Source: an optimization exercise on an open RTL-to-GDS flow (aim: small area, a short achievable clock period and few clock cycles per item). Production flows keep margins and buffers that such runs may drop. In this exercise RTL edits were held to simulation tests only and were not proved equivalent to the original.

==> wip/quartz <==
Design pev_point, start of the top module:
module pev_point (
    input  wire        clk,
    input  wire        rst,
    input  wire        in_valid,
    output wire        in_ready,
    input  wire [31:0] x,           
    input  wire [31:0] gain,
    input  wire [31:0] offset,
    input  wire        filt_en,
    input  wire        restart,
    input  wire [31:0] alpha,
    input  wire [31:0] y_prev,
    input  wire [31:0] lim_hh,
    input  wire [31:0] lim_h,
    input  wire [31:0] lim_l,
    input  wire [31:0] lim_ll,
    input  wire [31:0] clr_hh,
    input  wire [31:0] clr_h,
    input  wire [31:0] clr_l,
    input  wire [31:0] clr_ll,
    input  wire [3:0]  lim_en,      
    input  wire [3:0]  cond_prev,   
    output reg         out_valid,
    output reg  [31:0] y_out,
    output reg  [3:0]  cond_out,
    output reg         bad_range
);
export LEC_CHECK = 0
export ABC_AREA = 1
export ABC_CLOCK_PERIOD_IN_PS = 50000
export CAP_MARGIN = 20
export CORE_MARGIN = 2
export CORE_UTILIZATION = 40
export SLEW_MARGIN = 20
create_clock -name core_clock -period 125.0 [get_ports {clk}]
run.sh (not shown) runs the stock make flow with config.mk's settings and CLKGATE_MAP_FILE= SYNTH_SCRIPT=/design/flow/synth_recipe.tcl, a recipe that flattens the netlist after the stock synthesis.
==> wip/garnet (differences from wip/quartz) <==
==> flow/flow/run.sh (new file) <==
#!/bin/bash
# The standard layout (standard.sh, unchanged synthesis and steps), with
# the timing repair steps asked to keep a setup margin. The design is still
# built and signed off at the design's clock and constraints; the margin
# only makes repair_timing work toward the shorter period that the pipeline
# reaches, instead of stopping at the 125 ns the clock allows.
set -euo pipefail
bash standard.sh SETUP_SLACK_MARGIN=97 finish > standard.log 2>&1
==> flow/standard.sh (new file) <==
#!/bin/bash
# synth_recipe.tcl (not shown) runs the flow's synth.tcl, then flattens the netlist and writes it again
# the make line also repeats each setting of config.mk as NAME=value (left out here)
make -C /OpenROAD-flow-scripts/flow DESIGN_CONFIG=/design/flow/config.mk WORK_HOME=/design/flow/orfs CLKGATE_MAP_FILE= SYNTH_SCRIPT=/design/flow/synth_recipe.tcl "${@:-finish}"
CORE_UTILIZATION = 50   (was 40)
removed: flow/run.sh
==> summary.md <==
| Metric | Value |
|---|---|
| Status | timing/DRC/antenna clean |
| CP Capture Point | cond_out[0] |
| Met2 global-route usage | 45.8% |
| Layout cells sized above 1 | 6.75% |
| # rows | 172 |
| Min setup slack post-route | 98.36 ns |
| Largest net degree at the start of global routing | 93 |
-- figures above: wip/quartz

==> summary.md <==
| Metric | Value |
|---|---|
| Layout cells sized above 1 | 6.70% |
| Status | timing/DRC/antenna clean |
| CP Capture Point | cond_out[3] |
| WHS | 0.289 ns |
| Met2 global-route usage | 56.3% |
| # rows | 154 |
| Min setup slack post-route | 98.37 ns |
| Drt drc | 0 |
| Seq Cell Count | 1057 |
-- figures above: wip/garnet

Testbench counts of wip/quartz, summed over its fixed seeds: cycles 32,040, items 32,000.
Testbench counts of wip/garnet, summed over its fixed seeds: cycles 32,040, items 32,000.


==> run a <==
Another version of the RTL of pev_point (not shown whole).
export LEC_CHECK = 0
export ABC_AREA = 1
export ABC_CLOCK_PERIOD_IN_PS = 50000
export CAP_MARGIN = 20
export CORE_MARGIN = 2
export CORE_UTILIZATION = 55
export SLEW_MARGIN = 20
create_clock -name core_clock -period 125.0 [get_ports {clk}]
standard.sh (not shown) runs the stock make flow with config.mk's settings and CLKGATE_MAP_FILE= SYNTH_SCRIPT=/design/flow/synth_recipe.tcl, a recipe that flattens the netlist after the stock synthesis.
==> flow/flow/run.sh <==
#!/bin/bash
# The standard layout (standard.sh: the standard synthesis and ORFS
# steps, unchanged), except that the port buffers that global placement adds
# on every input and output are the smallest buffer, buf_1, instead of the
# delay buffer ORFS picks: each port still gets its own buffer.
set -euo pipefail
bash standard.sh "BUFFER_PORTS_ARGS=-buffer_cell sky130_fd_sc_hd__buf_1" finish > standard.log 2>&1
==> inputs of run b, as changes to run a <==
--- a/flow/design.v
+++ b/flow/design.v
@@ -5,17 +5,17 @@
     output wire        ovf        
 );
     wire [25:0] p;
     wire [9:0]  es;
     wire        nz_lo, zin, s;
     pev_fmul_p u_p (.a(a), .b(b), .p(p), .nz_lo(nz_lo), .es(es), .zin(zin), .s(s));
     pev_fmul_r u_r (.p(p), .nz_lo(nz_lo), .es(es), .zin(zin), .s(s), .y(y), .ovf(ovf));
 endmodule
-module pev_fmul_p (
+module pev_fmul_p #(parameter SK = 0) (
     input  wire [31:0] a,
     input  wire [31:0] b,
     output wire [25:0] p,         
     output wire        nz_lo,     
     output wire [9:0]  es,        
     output wire        zin,       
     output wire        s          
 );
@@ -24,66 +24,148 @@
     assign s   = a[31] ^ b[31];
     assign es  = {2'b00, ea} + {2'b00, eb} - 10'd127;
     wire [47:0] px, py;
     pev_mul24_csa u_csa (.a({1'b1, a[22:0]}), .b({1'b1, b[22:0]}), .x(px), .y(py));
     wire        c22, z_lo;
     pev_carry #(22) u_c22 (.a(px[21:0]), .b(py[21:0]), .co(c22));
     pev_sumzero #(22) u_z (.a(px[21:0]), .b(py[21:0]), .z(z_lo));
     assign nz_lo = !z_lo;
-    assign p     = px[47:22] + py[47:22] + {25'd0, c22};
+    generate if (SK) begin : gs
+        wire p_co;
+        pev_adds #(26) u_hi (.a(px[47:22]), .b(py[47:22]), .ci(c22), .s(p), .co(p_co));
+    end else begin : gf
+        assign p = px[47:22] + py[47:22] + {25'd0, c22};
+    end endgenerate
 endmodule
 module pev_fmul_r (
     input  wire [25:0] p,
     input  wire        nz_lo,
     input  wire [9:0]  es,
     input  wire        zin,
     input  wire        s,
     output wire [31:0] y,
     output wire        ovf
 );
-    wire        top    = p[25];
+    wire [23:0] mr;
+    wire        top, mco;
+    pev_fmul_rm u_rm (.p(p), .nz_lo(nz_lo), .mr(mr), .top(top), .mco(mco));
+    pev_fmul_re u_re (.mr(mr[22:0]), .top(top), .mco(mco), .es(es), .zin(zin), .s(s),
+                      .y(y), .ovf(ovf));
+endmodule
+module pev_fmul_rm (
+    input  wire [25:0] p,
+    input  wire        nz_lo,
+    output wire [23:0] mr,        
+    output wire        top,       
+    output wire        mco        
+);
+    assign top = p[25];
     wire [23:0] mant   = top ? p[25:2] : p[24:1];
     wire        g      = top ? p[1] : p[0];
     wire        st     = nz_lo | (top & p[0]);
     wire        rup    = g & (st | mant[0]);
-    wire [23:0] mr;
-    wire        mco;
     pev_incp #(24) u_inc (.a(mant), .ci(rup), .s(mr), .co(mco));
+endmodule
+module pev_fmul_re (
+    input  wire [22:0] mr,
+    input  wire        top,
+    input  wire        mco,
+    input  wire [9:0]  es,
+    input  wire        zin,
+    input  wire        s,
+    output wire [31:0] y,
+    output wire        ovf
+);
     wire [9:0]  e1     = es + {9'd0, top} + {9'd0, mco};
     wire        zero   = zin | e1[9] | (e1 == 10'd0);
     assign ovf = !zero && (e1[8] || e1[7:0] == 8'hFF);
-    assign y   = zero ? {s, 31'd0} : {s, e1[7:0], mr[22:0]};
+    assign y   = zero ? {s, 31'd0} : {s, e1[7:0], mr};
 endmodule
 module pev_carry #(parameter W = 22) (
     input  wire [W-1:0] a,
     input  wire [W-1:0] b,
     output wire         co
 );
     localparam L = 5;            
     wire [W-1:0] g [0:L];        
     wire [W-1:0] p [0:L];
     assign g[0] = a & b;
-    assign p[0] = a ^ b;
+    assign p[0] = a | b;
     genvar l, i;
     generate
         for (l = 0; l < L; l = l + 1) begin : lv
             for (i = 0; i < W; i = i + 1) begin : b
                 if (((i >> l) & 1) == 1) begin : m
                     assign g[l+1][i] = g[l][i] | (p[l][i] & g[l][((i >> l) << l) - 1]);
                     assign p[l+1][i] = p[l][i] & p[l][((i >> l) << l) - 1];
                 end else begin : k
                     assign g[l+1][i] = g[l][i];
                     assign p[l+1][i] = p[l][i];
                 end
             end
         end
     endgenerate
     assign co = g[L][W-1];
 endmodule
+module pev_adds #(parameter W = 27) (
+    input  wire [W-1:0] a,
+    input  wire [W-1:0] b,
+    input  wire         ci,
+    output wire [W-1:0] s,
+    output wire         co
+);
+    localparam L = 5;            
+    wire [W:0] g [0:L];          
+    wire [W:0] p [0:L];
+    assign g[0] = {a & b, ci};
+    assign p[0] = {a ^ b, 1'b0};
+    genvar l, i;
+    generate
+        for (l = 0; l < L; l = l + 1) begin : lv
+            for (i = 0; i <= W; i = i + 1) begin : bt
+                if (((i >> l) & 1) == 1) begin : m
+                    assign g[l+1][i] = g[l][i] | (p[l][i] & g[l][((i >> l) << l) - 1]);
+                    assign p[l+1][i] = p[l][i] & p[l][((i >> l) << l) - 1];
+                end else begin : k
+                    assign g[l+1][i] = g[l][i];
+                    assign p[l+1][i] = p[l][i];
+                end
+            end
+        end
+    endgenerate
+    assign s  = p[0][W:1] ^ g[L][W-1:0];      
+    assign co = g[L][W];
+endmodule
+module pev_gt #(parameter W = 32) (
+    input  wire [W-1:0] a,
+    input  wire [W-1:0] b,
+    output wire         gt
+);
+    localparam L = 5;            
+    wire [W-1:0] g [0:L];
+    wire [W-1:0] p [0:L];
+    assign g[0] = a & ~b;
+    assign p[0] = a | ~b;
+    genvar l, i;
+    generate
+        for (l = 0; l < L; l = l + 1) begin : lv
+            for (i = 0; i < W; i = i + 1) begin : bt
+                if (((i >> l) & 1) == 1) begin : m
+                    assign g[l+1][i] = g[l][i] | (p[l][i] & g[l][((i >> l) << l) - 1]);
+                    assign p[l+1][i] = p[l][i] & p[l][((i >> l) << l) - 1];
+                end else begin : k
+                    assign g[l+1][i] = g[l][i];
+                    assign p[l+1][i] = p[l][i];
+                end
+            end
+        end
+    endgenerate
+    assign gt = g[L][W-1];
+endmodule
 module pev_sumzero #(parameter W = 22) (
     input  wire [W-1:0] a,
     input  wire [W-1:0] b,
     output wire         z
 );
     wire [W-1:0] t = (a ^ b) ^ {a[W-2:0] | b[W-2:0], 1'b0};
     assign z = (t == {W{1'b0}});
 endmodule
@@ -192,17 +274,18 @@
     output wire [23:0] mf,        
     output wire [4:0]  d,         
     output wire        big,       
     output wire        sub,
     output wire        zz,
     output wire        zs
 );
     wire        a_zero = (a[30:23] == 8'd0), b_zero = (b[30:23] == 8'd0);
-    wire        swap = (b[30:0] > a[30:0]);
+    wire        swap;
+    pev_gt #(31) u_cmp (.a(b[30:0]), .b(a[30:0]), .gt(swap));
     wire [30:0] m    = swap ? a[30:0] : b[30:0];
     assign l   = swap ? b[30:0] : a[30:0];
     assign ls  = swap ? b[31] : a[31];
     assign sub = a[31] ^ b[31];
     assign zz  = a_zero & b_zero;
     assign zs  = a[31] & b[31];
     wire [7:0]  dd;
     wire        d_co;
@@ -235,17 +318,19 @@
     input  wire        zz,
     input  wire        zs,
     output wire [31:0] y,
     output wire        ovf
 );
     wire [26:0] lm = {1'b1, l[22:0], 3'b000};
     wire [26:0] rs;
     wire        rco;
-    generate if (FAST) begin : gf
+    generate if (FAST == 2) begin : gs
+        pev_adds #(27) u_r (.a(lm), .b(ms ^ {27{sub}}), .ci(sub), .s(rs), .co(rco));
+    end else if (FAST == 1) begin : gf
         assign {rco, rs} = {1'b0, lm} + {1'b0, ms ^ {27{sub}}} + {27'd0, sub};
     end else begin : gr
         pev_rca #(27) u_r (.a(lm), .b(ms ^ {27{sub}}), .ci(sub), .s(rs), .co(rco));
     end endgenerate
     wire [27:0] r = {rco & ~sub, rs};
     wire [26:0] v0 = r[26:0];
     wire        z16 = (v0[26:11] == 16'd0);
     wire [26:0] v1 = z16 ? {v0[10:0], 16'd0} : v0;
@@ -1284,65 +1369,69 @@
     end
     wire [31:0] xf;
     pev_i2f  u_i2f  (.x(x1), .y(xf));
     wire [25:0] m_p;
     wire [9:0]  m_es;
     wire        m_nz, m_zin, m_s;
     pev_fmul_p u_gain_p (.a(gain1), .b(xf), .p(m_p), .nz_lo(m_nz), .es(m_es), .zin(m_zin),
                          .s(m_s));
+    wire [23:0] m_mr;
+    wire        m_top, m_mco;
+    pev_fmul_rm u_gain_rm (.p(m_p), .nz_lo(m_nz), .mr(m_mr), .top(m_top), .mco(m_mco));
     wire [31:0] k_hh, k_h, k_l, k_ll;
     pev_key u_khh (.v(t_hh1), .k(k_hh));
     pev_key u_kh  (.v(t_h1),  .k(k_h));
     pev_key u_kl  (.v(t_l1),  .k(k_l));
     pev_key u_kll (.v(t_ll1), .k(k_ll));
     wire f1_hh = en1[3] & is_nan(t_hh1) & cp1[3];      
     wire f0_hh = ~en1[3] | (is_nan(t_hh1) & ~cp1[3]);  
     wire f1_h  = en1[2] & is_nan(t_h1) & cp1[2];
     wire f0_h  = ~en1[2] | (is_nan(t_h1) & ~cp1[2]);
     wire f1_l  = en1[1] & is_nan(t_l1) & cp1[1];
     wire f0_l  = ~en1[1] | (is_nan(t_l1) & ~cp1[1]);
     wire f1_ll = en1[0] & is_nan(t_ll1) & cp1[0];
     wire f0_ll = ~en1[0] | (is_nan(t_ll1) & ~cp1[0]);
     reg         v2;
-    reg  [25:0] m_p2;
+    reg  [22:0] m_mr2;
     reg  [9:0]  m_es2;
-    reg         m_nz2, m_zin2, m_s2;
+    reg         m_top2, m_mco2, m_zin2, m_s2;
     reg  [31:0] off2;
     reg  [31:0] alpha2, yp2;
     reg         filt2, bad2;
     reg  [31:0] k_hh2, k_h2, k_l2, k_ll2;
     reg  [3:0]  cp2;
     always @(posedge clk) begin
         if (rst) v2 <= 1'b0;
         else     v2 <= v1;
-        m_p2   <= m_p;
+        m_mr2  <= m_mr[22:0];
         m_es2  <= m_es;
-        m_nz2  <= m_nz;
+        m_top2 <= m_top;
+        m_mco2 <= m_mco;
         m_zin2 <= m_zin;
         m_s2   <= m_s;
         off2   <= off1;
         alpha2 <= filt1 ? alpha1 : 32'h3F80_0000;
         yp2    <= yp1;
         filt2  <= filt1;
         bad2   <= is_special(gain1) | is_special(off1) |
                   (filt1 & (is_special(yp1) | is_special(alpha1)));
         k_hh2  <= f0_hh ? 32'hFFFF_FFFF : (f1_hh ? 32'h0000_0000 : k_hh);
         k_h2   <= f0_h  ? 32'hFFFF_FFFF : (f1_h  ? 32'h0000_0000 : k_h);
         k_l2   <= f0_l  ? 32'h0000_0000 : (f1_l  ? 32'hFFFF_FFFF : k_l);
         k_ll2  <= f0_ll ? 32'h0000_0000 : (f1_ll ? 32'hFFFF_FFFF : k_ll);
         cp2    <= cp1;
     end
     wire [31:0] m;
     wire        m_ovf;
-    pev_fmul_r u_gain_r (.p(m_p2), .nz_lo(m_nz2), .es(m_es2), .zin(m_zin2), .s(m_s2),
-                         .y(m), .ovf(m_ovf));
+    pev_fmul_re u_gain_re (.mr(m_mr2), .top(m_top2), .mco(m_mco2), .es(m_es2), .zin(m_zin2),
+                           .s(m_s2), .y(m), .ovf(m_ovf));
     wire [31:0] s;
     wire        s_ovf;
-    pev_fadd #(.FAST(1)) u_off (.a(m), .b(off2), .y(s), .ovf(s_ovf));
+    pev_fadd #(.FAST(2)) u_off (.a(m), .b(off2), .y(s), .ovf(s_ovf));
     wire [31:0] nyp = filt2 ? {~yp2[31], yp2[30:0]} : 32'h8000_0000;
     wire [30:0] d_l;
     wire [26:0] d_ms;
     wire        d_ls, d_sub, d_zz, d_zs;
     pev_fadd_al u_diff_al (.a(s), .b(nyp), .l(d_l), .ls(d_ls), .ms(d_ms), .sub(d_sub),
                            .zz(d_zz), .zs(d_zs));
     reg         v3;
     reg  [30:0] d_l3;
@@ -1368,22 +1457,22 @@
         k_hh3  <= k_hh2;
         k_h3   <= k_h2;
         k_l3   <= k_l2;
         k_ll3  <= k_ll2;
         cp3    <= cp2;
     end
     wire [31:0] d;
     wire        d_ovf;
-    pev_fadd_nr #(.FAST(1)) u_diff_nr (.l(d_l3), .ls(d_ls3), .ms(d_ms3), .sub(d_sub3),
+    pev_fadd_nr #(.FAST(2)) u_diff_nr (.l(d_l3), .ls(d_ls3), .ms(d_ms3), .sub(d_sub3),
                                        .zz(d_zz3), .zs(d_zs3), .y(d), .ovf(d_ovf));
     wire [25:0] e_p;
     wire [9:0]  e_es;
     wire        e_nz, e_zin, e_s;
-    pev_fmul_p u_alph_p (.a(alpha3), .b(d), .p(e_p), .nz_lo(e_nz), .es(e_es), .zin(e_zin),
+    pev_fmul_p #(.SK(1)) u_alph_p (.a(alpha3), .b(d), .p(e_p), .nz_lo(e_nz), .es(e_es), .zin(e_zin),
                          .s(e_s));
     reg         v4;
     reg  [25:0] e_p4;
     reg  [9:0]  e_es4;
     reg         e_nz4, e_zin4, e_s4;
     reg  [31:0] yp4;
     reg         filt4, bad4;
     reg  [31:0] k_hh4, k_h4, k_l4, k_ll4;
@@ -1406,24 +1495,29 @@
         cp4    <= cp3;
     end
     wire [31:0] e;
     wire        e_ovf;
     pev_fmul_r u_alph_r (.p(e_p4), .nz_lo(e_nz4), .es(e_es4), .zin(e_zin4), .s(e_s4),
                          .y(e), .ovf(e_ovf));
     wire [31:0] y;
     wire        y_ovf;
-    pev_fadd #(.FAST(1)) u_acc (.a(filt4 ? yp4 : 32'h8000_0000), .b(e), .y(y), .ovf(y_ovf));
+    pev_fadd #(.FAST(2)) u_acc (.a(filt4 ? yp4 : 32'h8000_0000), .b(e), .y(y), .ovf(y_ovf));
     wire        bad = bad4 | (filt4 & (e_ovf | y_ovf));
     wire [31:0] ky;
     pev_key u_ky (.v(y), .k(ky));
-    wire n_hh = ky >= k_hh4;
-    wire n_h  = ky >= k_h4;
-    wire n_l  = ky <= k_l4;
-    wire n_ll = ky <= k_ll4;
+    wire g_hh, g_h, g_l, g_ll;
+    pev_gt #(32) u_chh (.a(k_hh4), .b(ky), .gt(g_hh));    
+    pev_gt #(32) u_ch  (.a(k_h4),  .b(ky), .gt(g_h));
+    pev_gt #(32) u_cl  (.a(ky), .b(k_l4),  .gt(g_l));     
+    pev_gt #(32) u_cll (.a(ky), .b(k_ll4), .gt(g_ll));
+    wire n_hh = ~g_hh;                                     
+    wire n_h  = ~g_h;
+    wire n_l  = ~g_l;                                      
+    wire n_ll = ~g_ll;
     always @(posedge clk) begin
         if (rst) out_valid <= 1'b0;
         else     out_valid <= v4;
         bad_range <= bad;
         y_out     <= bad ? yp4 : y;
         cond_out  <= bad ? cp4 : {n_hh, n_h, n_l, n_ll};
     end
 endmodule
--- a/flow/config.mk
+++ b/flow/config.mk
@@ -5,9 +5,10 @@
 export SDC_FILE = /design/flow/constraint.sdc
 export NUM_CORES = 4
 export LEC_CHECK = 0
 export ABC_AREA = 1
 export ABC_CLOCK_PERIOD_IN_PS = 50000
 export CAP_MARGIN = 20
 export CORE_MARGIN = 2
 export CORE_UTILIZATION = 55
-export SLEW_MARGIN = 20
+export CTS_BUF_LIST = sky130_fd_sc_hd__clkbuf_8
+export SLEW_MARGIN = 60
==> inputs of run c, as changes to run a <==
--- a/flow/design.v
+++ b/flow/design.v
@@ -5,17 +5,17 @@
     output wire        ovf        
 );
     wire [25:0] p;
     wire [9:0]  es;
     wire        nz_lo, zin, s;
     pev_fmul_p u_p (.a(a), .b(b), .p(p), .nz_lo(nz_lo), .es(es), .zin(zin), .s(s));
     pev_fmul_r u_r (.p(p), .nz_lo(nz_lo), .es(es), .zin(zin), .s(s), .y(y), .ovf(ovf));
 endmodule
-module pev_fmul_p (
+module pev_fmul_p #(parameter SK = 0) (
     input  wire [31:0] a,
     input  wire [31:0] b,
     output wire [25:0] p,         
     output wire        nz_lo,     
     output wire [9:0]  es,        
     output wire        zin,       
     output wire        s          
 );
@@ -24,17 +24,22 @@
     assign s   = a[31] ^ b[31];
     assign es  = {2'b00, ea} + {2'b00, eb} - 10'd127;
     wire [47:0] px, py;
     pev_mul24_csa u_csa (.a({1'b1, a[22:0]}), .b({1'b1, b[22:0]}), .x(px), .y(py));
     wire        c22, z_lo;
     pev_carry #(22) u_c22 (.a(px[21:0]), .b(py[21:0]), .co(c22));
     pev_sumzero #(22) u_z (.a(px[21:0]), .b(py[21:0]), .z(z_lo));
     assign nz_lo = !z_lo;
-    assign p     = px[47:22] + py[47:22] + {25'd0, c22};
+    generate if (SK) begin : gs
+        wire p_co;
+        pev_adds #(26) u_hi (.a(px[47:22]), .b(py[47:22]), .ci(c22), .s(p), .co(p_co));
+    end else begin : gf
+        assign p = px[47:22] + py[47:22] + {25'd0, c22};
+    end endgenerate
 endmodule
 module pev_fmul_r (
     input  wire [25:0] p,
     input  wire        nz_lo,
     input  wire [9:0]  es,
     input  wire        zin,
     input  wire        s,
     output wire [31:0] y,
@@ -57,33 +62,88 @@
     input  wire [W-1:0] a,
     input  wire [W-1:0] b,
     output wire         co
 );
     localparam L = 5;            
     wire [W-1:0] g [0:L];        
     wire [W-1:0] p [0:L];
     assign g[0] = a & b;
-    assign p[0] = a ^ b;
+    assign p[0] = a | b;
     genvar l, i;
     generate
         for (l = 0; l < L; l = l + 1) begin : lv
             for (i = 0; i < W; i = i + 1) begin : b
                 if (((i >> l) & 1) == 1) begin : m
                     assign g[l+1][i] = g[l][i] | (p[l][i] & g[l][((i >> l) << l) - 1]);
                     assign p[l+1][i] = p[l][i] & p[l][((i >> l) << l) - 1];
                 end else begin : k
                     assign g[l+1][i] = g[l][i];
                     assign p[l+1][i] = p[l][i];
                 end
             end
         end
     endgenerate
     assign co = g[L][W-1];
 endmodule
+module pev_adds #(parameter W = 27) (
+    input  wire [W-1:0] a,
+    input  wire [W-1:0] b,
+    input  wire         ci,
+    output wire [W-1:0] s,
+    output wire         co
+);
+    localparam L = 5;            
+    wire [W:0] g [0:L];          
+    wire [W:0] p [0:L];
+    assign g[0] = {a & b, ci};
+    assign p[0] = {a ^ b, 1'b0};
+    genvar l, i;
+    generate
+        for (l = 0; l < L; l = l + 1) begin : lv
+            for (i = 0; i <= W; i = i + 1) begin : bt
+                if (((i >> l) & 1) == 1) begin : m
+                    assign g[l+1][i] = g[l][i] | (p[l][i] & g[l][((i >> l) << l) - 1]);
+                    assign p[l+1][i] = p[l][i] & p[l][((i >> l) << l) - 1];
+                end else begin : k
+                    assign g[l+1][i] = g[l][i];
+                    assign p[l+1][i] = p[l][i];
+                end
+            end
+        end
+    endgenerate
+    assign s  = p[0][W:1] ^ g[L][W-1:0];      
+    assign co = g[L][W];
+endmodule
+module pev_gt #(parameter W = 32) (
+    input  wire [W-1:0] a,
+    input  wire [W-1:0] b,
+    output wire         gt
+);
+    localparam L = 5;            
+    wire [W-1:0] g [0:L];
+    wire [W-1:0] p [0:L];
+    assign g[0] = a & ~b;
+    assign p[0] = a | ~b;
+    genvar l, i;
+    generate
+        for (l = 0; l < L; l = l + 1) begin : lv
+            for (i = 0; i < W; i = i + 1) begin : bt
+                if (((i >> l) & 1) == 1) begin : m
+                    assign g[l+1][i] = g[l][i] | (p[l][i] & g[l][((i >> l) << l) - 1]);
+                    assign p[l+1][i] = p[l][i] & p[l][((i >> l) << l) - 1];
+                end else begin : k
+                    assign g[l+1][i] = g[l][i];
+                    assign p[l+1][i] = p[l][i];
+                end
+            end
+        end
+    endgenerate
+    assign gt = g[L][W-1];
+endmodule
 module pev_sumzero #(parameter W = 22) (
     input  wire [W-1:0] a,
     input  wire [W-1:0] b,
     output wire         z
 );
     wire [W-1:0] t = (a ^ b) ^ {a[W-2:0] | b[W-2:0], 1'b0};
     assign z = (t == {W{1'b0}});
 endmodule
@@ -192,17 +252,18 @@
     output wire [23:0] mf,        
     output wire [4:0]  d,         
     output wire        big,       
     output wire        sub,
     output wire        zz,
     output wire        zs
 );
     wire        a_zero = (a[30:23] == 8'd0), b_zero = (b[30:23] == 8'd0);
-    wire        swap = (b[30:0] > a[30:0]);
+    wire        swap;
+    pev_gt #(31) u_cmp (.a(b[30:0]), .b(a[30:0]), .gt(swap));
     wire [30:0] m    = swap ? a[30:0] : b[30:0];
     assign l   = swap ? b[30:0] : a[30:0];
     assign ls  = swap ? b[31] : a[31];
     assign sub = a[31] ^ b[31];
     assign zz  = a_zero & b_zero;
     assign zs  = a[31] & b[31];
     wire [7:0]  dd;
     wire        d_co;
@@ -235,17 +296,19 @@
     input  wire        zz,
     input  wire        zs,
     output wire [31:0] y,
     output wire        ovf
 );
     wire [26:0] lm = {1'b1, l[22:0], 3'b000};
     wire [26:0] rs;
     wire        rco;
-    generate if (FAST) begin : gf
+    generate if (FAST == 2) begin : gs
+        pev_adds #(27) u_r (.a(lm), .b(ms ^ {27{sub}}), .ci(sub), .s(rs), .co(rco));
+    end else if (FAST == 1) begin : gf
         assign {rco, rs} = {1'b0, lm} + {1'b0, ms ^ {27{sub}}} + {27'd0, sub};
     end else begin : gr
         pev_rca #(27) u_r (.a(lm), .b(ms ^ {27{sub}}), .ci(sub), .s(rs), .co(rco));
     end endgenerate
     wire [27:0] r = {rco & ~sub, rs};
     wire [26:0] v0 = r[26:0];
     wire        z16 = (v0[26:11] == 16'd0);
     wire [26:0] v1 = z16 ? {v0[10:0], 16'd0} : v0;
@@ -1282,17 +1345,17 @@
         en1    <= lim_en;
         cp1    <= cond_prev;
     end
     wire [31:0] xf;
     pev_i2f  u_i2f  (.x(x1), .y(xf));
     wire [25:0] m_p;
     wire [9:0]  m_es;
     wire        m_nz, m_zin, m_s;
-    pev_fmul_p u_gain_p (.a(gain1), .b(xf), .p(m_p), .nz_lo(m_nz), .es(m_es), .zin(m_zin),
+    pev_fmul_p #(.SK(1)) u_gain_p (.a(gain1), .b(xf), .p(m_p), .nz_lo(m_nz), .es(m_es), .zin(m_zin),
                          .s(m_s));
     wire [31:0] k_hh, k_h, k_l, k_ll;
     pev_key u_khh (.v(t_hh1), .k(k_hh));
     pev_key u_kh  (.v(t_h1),  .k(k_h));
     pev_key u_kl  (.v(t_l1),  .k(k_l));
     pev_key u_kll (.v(t_ll1), .k(k_ll));
     wire f1_hh = en1[3] & is_nan(t_hh1) & cp1[3];      
     wire f0_hh = ~en1[3] | (is_nan(t_hh1) & ~cp1[3]);  
@@ -1406,24 +1469,29 @@
         cp4    <= cp3;
     end
     wire [31:0] e;
     wire        e_ovf;
     pev_fmul_r u_alph_r (.p(e_p4), .nz_lo(e_nz4), .es(e_es4), .zin(e_zin4), .s(e_s4),
                          .y(e), .ovf(e_ovf));
     wire [31:0] y;
     wire        y_ovf;
-    pev_fadd #(.FAST(1)) u_acc (.a(filt4 ? yp4 : 32'h8000_0000), .b(e), .y(y), .ovf(y_ovf));
+    pev_fadd #(.FAST(2)) u_acc (.a(filt4 ? yp4 : 32'h8000_0000), .b(e), .y(y), .ovf(y_ovf));
     wire        bad = bad4 | (filt4 & (e_ovf | y_ovf));
     wire [31:0] ky;
     pev_key u_ky (.v(y), .k(ky));
-    wire n_hh = ky >= k_hh4;
-    wire n_h  = ky >= k_h4;
-    wire n_l  = ky <= k_l4;
-    wire n_ll = ky <= k_ll4;
+    wire g_hh, g_h, g_l, g_ll;
+    pev_gt #(32) u_chh (.a(k_hh4), .b(ky), .gt(g_hh));    
+    pev_gt #(32) u_ch  (.a(k_h4),  .b(ky), .gt(g_h));
+    pev_gt #(32) u_cl  (.a(ky), .b(k_l4),  .gt(g_l));     
+    pev_gt #(32) u_cll (.a(ky), .b(k_ll4), .gt(g_ll));
+    wire n_hh = ~g_hh;                                     
+    wire n_h  = ~g_h;
+    wire n_l  = ~g_l;                                      
+    wire n_ll = ~g_ll;
     always @(posedge clk) begin
         if (rst) out_valid <= 1'b0;
         else     out_valid <= v4;
         bad_range <= bad;
         y_out     <= bad ? yp4 : y;
         cond_out  <= bad ? cp4 : {n_hh, n_h, n_l, n_ll};
     end
 endmodule
==> flow/config.mk (replaced) <==
export PLATFORM = sky130hd
export DESIGN_NAME = pev_point
export DESIGN_NICKNAME = pev_point
export VERILOG_FILES = /design/flow/design.v
export SDC_FILE = /design/flow/constraint.sdc
export NUM_CORES = 4
export LEC_CHECK = 0
export ABC_AREA = 1
export ABC_CLOCK_PERIOD_IN_PS = 50000
export CAP_MARGIN = 20
export CORE_MARGIN = 2
export CORE_UTILIZATION = 65
export CTS_BUF_LIST = sky130_fd_sc_hd__clkbuf_8
export SLEW_MARGIN = 70
==> notes.md <==
Core utilization, lowest first: run a, run b, run c.
Non-clock buffer count: run c > run a > run b.
==> figures <==
Ratio of layout area to synthesized area: run c 1.086x; run b 1.081x; run a 1.072x
Met1 usage: run c 0.502; run b 0.455; run a 0.482
Basic-gate share of the synthesized area counting and, or, nand and nor cells: run c 0.238; run b 0.239; run a 0.210
Complex-gate fraction of the synthesized area: run c 0.125; run b 0.118; run a 0.136
Arithmetic-cell share of the synthesized area counting full adders, half adders and majority gates: run c 0.171; run b 0.175; run a 0.192
Status: run c timing/DRC/antenna clean; run b timing/DRC/antenna clean; run a timing/DRC/antenna clean
Met1 Wirelength: run c 108 mm; run b 117 mm; run a 127 mm
Clock-cell share of area: run c 0.0382; run b 0.0402; run a 0.0394
Wire length of the first global-routing pass: run c 440 mm; run b 427 mm; run a 445 mm
Measured slew at the worst slew-check pin: run c 495 ps; run b 700 ps; run a 1360 ps
Testbench counts of run a, summed over its fixed seeds: cycles 32,040, items 32,000.
Testbench counts of run b, summed over its fixed seeds: cycles 32,040, items 32,000.
Testbench counts of run c, summed over its fixed seeds: cycles 32,040, items 32,000.

## afterwards: timing with drivers on the ports
No port has a modelled driver above. Below, the same layouts with a new extraction and two added sets of constraints. Step 1 (the two cells are an assumption about what drives the block):
set clk [get_ports {clk}]
set_driving_cell -lib_cell sky130_fd_sc_hd__clkbuf_16 $clk
set_driving_cell -lib_cell sky130_fd_sc_hd__buf_2 [delete_from_list [all_inputs] $clk]
Step 2 adds t to the input delays and takes it off the output delays; t is the mean of the earliest and latest rising clock arrival at the registers after step 1. Input paths then give back, and output paths get back, about the clock's delay inside the block. Slacks: ideal / step 1 / step 2; pairs: ideal / step 1.
run	t, ns	setup slack, ns	hold WS [ns]	latest minus earliest clock arrival (ns)	cell pins on the clock port's net
wip/quartz	0.846	98.360 / 98.264 / 98.642	0.311 / 0.311 / 0.311	0.027 / 0.026	1
wip/garnet	0.841	98.369 / 98.282 / 98.581	0.289 / 0.289 / 0.289	0.070 / 0.070	1
run a	0.859	98.605 / 98.514 / 98.832	0.294 / 0.294 / 0.294	0.066 / 0.065	1
run b	1.009	98.570 / 98.482 / 98.969	0.276 / 0.276 / 0.276	0.086 / 0.086	1
run c	0.991	98.564 / 98.491 / 99.000	0.286 / 0.286 / 0.286	0.084 / 0.084	1
After both steps every run listed still meets setup and hold.
